Source: an optimization exercise on an open RTL-to-GDS flow (aim: small area, a short achievable clock period and few clock cycles per item). Production flows keep margins and buffers that such runs may drop.
Only simulation tests tie the RTL to the original design; equivalence was not proved.

// cle_loop
module cle_loop (
    input  wire        clk,
    input  wire        rst,
    input  wire        cfg_we,
    input  wire [6:0]  cfg_addr,
    input  wire [31:0] cfg_wdata,
    input  wire        ev_start,
    input  wire [31:0] ev_y,
    input  wire        ev_y_valid,
    output wire        ready,
    output wire        res_valid,
    output wire [31:0] res_u,
    output wire [31:0] res_rw,
    output wire        res_clamped,
    output wire        res_input_bad,
    output wire        res_ramping,
    output wire        res_int,
    output wire        res_limit
);
Size in the first run: about 40,000 cells after synthesis, about 3,300 flip-flops, roughly 150 I/O pins.
Settings: LEC_CHECK=0, ABC_AREA=1, CAP_MARGIN=20, CORE_MARGIN=2, CORE_UTILIZATION=46, SLEW_MARGIN=20, SYNTH_HIERARCHICAL=1; clock period 30.0 ns.
standard.sh (not shown) runs the stock make flow with config.mk's settings and CLKGATE_MAP_FILE= SYNTH_SCRIPT=/design/flow/synth_recipe.tcl, a recipe that flattens the netlist after the stock synthesis.
==> flow/flow/run.sh <==
#!/bin/bash
# The standard layout (standard synthesis, floorplan, placement, CTS, routing) with ORFS's
# repair_timing asked for more setup slack than the 30 ns clock needs, so that it sizes and
# buffers the design's critical paths.  The clock, SDC and everything else are the standard flow's.
set -euo pipefail
bash standard.sh SETUP_SLACK_MARGIN=21 TNS_END_PERCENT=10 finish > flow_make.log 2>&1
Testbench counts at the start, summed over its fixed seeds: cycles 15,146, evals 2,304.
Edit:
--- a/flow/design.v
+++ b/flow/design.v
@@ -169,25 +169,25 @@
     wire signed [41:0] t_hi   = {{2{trk_t[39]}}, trk_t} + {2'b00, SMAX};
     wire               t_pos  = !trk_t[39] && (trk_t != 40'sd0);
     wire               t_neg  = trk_t[39];
     wire [39:0]        t_msk  = ~((40'd1 << sh_l) - 40'd1);
     wire signed [39:0] t_x    = (m_c_r == 32'sh8000_0000) ? SMIN : ({m_c_r, 8'd0} & t_msk);
     wire signed [41:0] v;
     wire signed [39:0] x_d, p_d;
     wire               done1, toslow;
     cle_chain u_ch (.bone(bctl[15:0]), .btwo(bctl[31:16]), .bneg(bctl[47:32]),
                     .x(x), .e(e_in), .sh(shc), .trk(trk_r), .t_x(t_x), .t_sat(t_sat),
                     .t_lo(t_lo), .t_hi(t_hi), .t_pos(t_pos), .t_neg(t_neg),
                     .first(first), .safe(safe), .ld0(x0_ld), .x0(x0), .lds(slow3), .x_s(x_s),
-                    .ldp(slow2), .pre_s(pre_s), .hold(!busy),
+                    .ldp(slow2), .pre_s(pre_s),
                     .v(v), .x_d(x_d), .p_d(p_d), .done1(done1), .toslow(toslow));
     wire signed [39:0] b_s   = sat42(r_r);
     wire signed [40:0] d_s   = {trk_t[39], trk_t} - {b_s[39], b_s};
     wire signed [39:0] t_s   = sat41(d_s);
     wire signed [39:0] a_s   = strk ? t_s : s1c;
     wire signed [39:0] pre_s = sat41({b_s[39], b_s} + {a_s[39], a_s});
     wire signed [39:0] x_s   = shsat({pb[39], pb}, shc);
     wire               tonext = done1 || slow3;         
     wire               adv  = ((first && safe) || slow3) && !last_r;
     wire [2:0]         nsel = (!busy || last_r) ? 3'd0 : (adv ? sec + 3'd1 : sec);
     wire signed [31:0] b0n  = cb0[nsel];
     wire [2:0]         ssel = !busy ? 3'd0 : (adv ? sec + 3'd1 : sec);    
@@ -297,27 +297,28 @@
         p2_r      <= p2;
         s1e_c     <= s1e_b;
         bg2_sec   <= bg1_sec;
         bg2_last  <= bg1_last;
         if (first) begin
             xb       <= x;
             s1e_b    <= s1c;
             bg1_sec  <= sec;
             bg1_last <= last_r;
             r_r      <= v;
             strk     <= trk_r;
         end
-        if ((first && safe) || slow3 || x0_ld)
+        if ((first && safe) || slow3 || x0_ld) begin
             x  <= x_d;
-        xo        <= x_d[39:8];           
+            xo <= x_d[39:8];
+        end
         if ((first && safe && last_r) || slow3 || x0_ld)
             xm <= x_d[39:8];
         if ((first && safe) || slow2)
             pb <= p_d;
         s1c_r     <= st_clr ? 40'sd0 : s1[ssel];
         s1w_r     <= s1w;
         byp_r     <= !st_clr && bg2_v && (bg2_sec == ssel);
     end
     always @(posedge clk) begin
         rst_d <= rst;
         if (rst) begin
             u_prev <= 32'd0; rw <= 32'd0; soft_pending <= 1'b1;
@@ -432,25 +433,25 @@
     assign rw_next = rwy ? y : rwt;
 endmodule
 module cle_chain (
     input  wire        [15:0] bone, btwo, bneg,
     input  wire signed [39:0] x,
     input  wire signed [39:0] e,
     input  wire        [3:0]  sh,
     input  wire               trk,
     input  wire signed [39:0] t_x, t_sat,
     input  wire signed [41:0] t_lo, t_hi,
     input  wire               t_pos, t_neg,
     input  wire               first, safe,
-    input  wire               ld0, lds, ldp, hold,
+    input  wire               ld0, lds, ldp,
     input  wire signed [39:0] x0, x_s, pre_s,
     output wire signed [41:0] v,
     output wire signed [39:0] x_d, p_d,
     output wire               done1, toslow
 );
     localparam signed [39:0] SMAX = 40'sh7F_FFFF_FFFF;
     localparam signed [39:0] SMIN = -40'sh7F_FFFF_FFFF;
     function automatic signed [39:0] sat42(input signed [41:0] v);
         reg pos, neg;
         begin
             pos   = ~v[41] & (v[40] | v[39]);
             neg   = v[41] & (~(v[40] & v[39]) | ~(|v[38:0]));
@@ -509,25 +510,25 @@
         if (v < lo)
             clamp32 = lo;
         else if (v > hi)
             clamp32 = hi;
         else
             clamp32 = v;
     endfunction
     wire [71:0] s, k;
     cle_mul_ch u_mul (.bone(bone), .btwo(btwo), .bneg(bneg), .x(x), .e(e), .s(s), .k(k));
     wire [71:0] q = s + k;
     assign v = q[71:30];
     wire miss = trk && ((t_pos && (v < t_lo)) || (t_neg && (v > t_hi)));
-    assign x_d    = ld0 ? x0 : (lds ? x_s : (hold ? x : (trk ? t_x : shsat(v[40:0], sh))));
+    assign x_d    = ld0 ? x0 : (lds ? x_s : (trk ? t_x : shsat(v[40:0], sh)));
     assign p_d    = ldp ? pre_s : (trk ? t_sat : sat42(v));
     assign done1  = first && safe && !miss;
     assign toslow = first && (!safe || miss);
 endmodule
 module cle_bgm (
     input  wire signed [31:0] c,
     input  wire signed [39:0] x,
     output wire signed [39:0] p
 );
     localparam signed [39:0] SMAX = 40'sh7F_FFFF_FFFF;
     localparam signed [39:0] SMIN = -40'sh7F_FFFF_FFFF;
     function automatic signed [39:0] sat42(input signed [41:0] v);
What happened: The new run went through all stages and came out clean; count of clock-buffer cells in the layout went down by 11; wire length shrinks slightly; area after synthesis decreases slightly; via count decreases slightly.
Testbench counts after the change, summed over its fixed seeds: cycles 15,146, evals 2,304.

## re-timing with driven ports
The results above use ideal ports. As a check the final layouts listed here were re-extracted and re-timed, cells and wires unchanged. Step 1, drivers: a clkbuf_16 drives clk and a buf_2 each remaining input, both assumed. Step 2 times the ports against the registers' clock, not the clock port: input delays grow and output delays shrink by t, the midpoint of the rising clock arrivals with the driver on. a / b / c = no drivers / after step 1 / after step 2; a / b = the first two.
| run | t, ns | setup WS [ns] | hold slack, ns | worst setup path after step 2 | slew at the worst register clock pin (ns) |
|---|---|---|---|---|---|
| the first run | 1.206 | 19.826 / 19.682 / 19.764 | 0.326 / 0.326 / 0.326 | input to register | 0.09 / 0.09 |
| the second run | 1.212 | 19.846 / 19.681 / 19.579 | 0.315 / 0.315 / 0.315 | input to register | 0.09 / 0.09 |
After both steps every run listed still meets setup and hold. For the second run, which loses most, drivers alone change the setup slack by -0.165 ns; drivers and shift together by -0.267 ns.
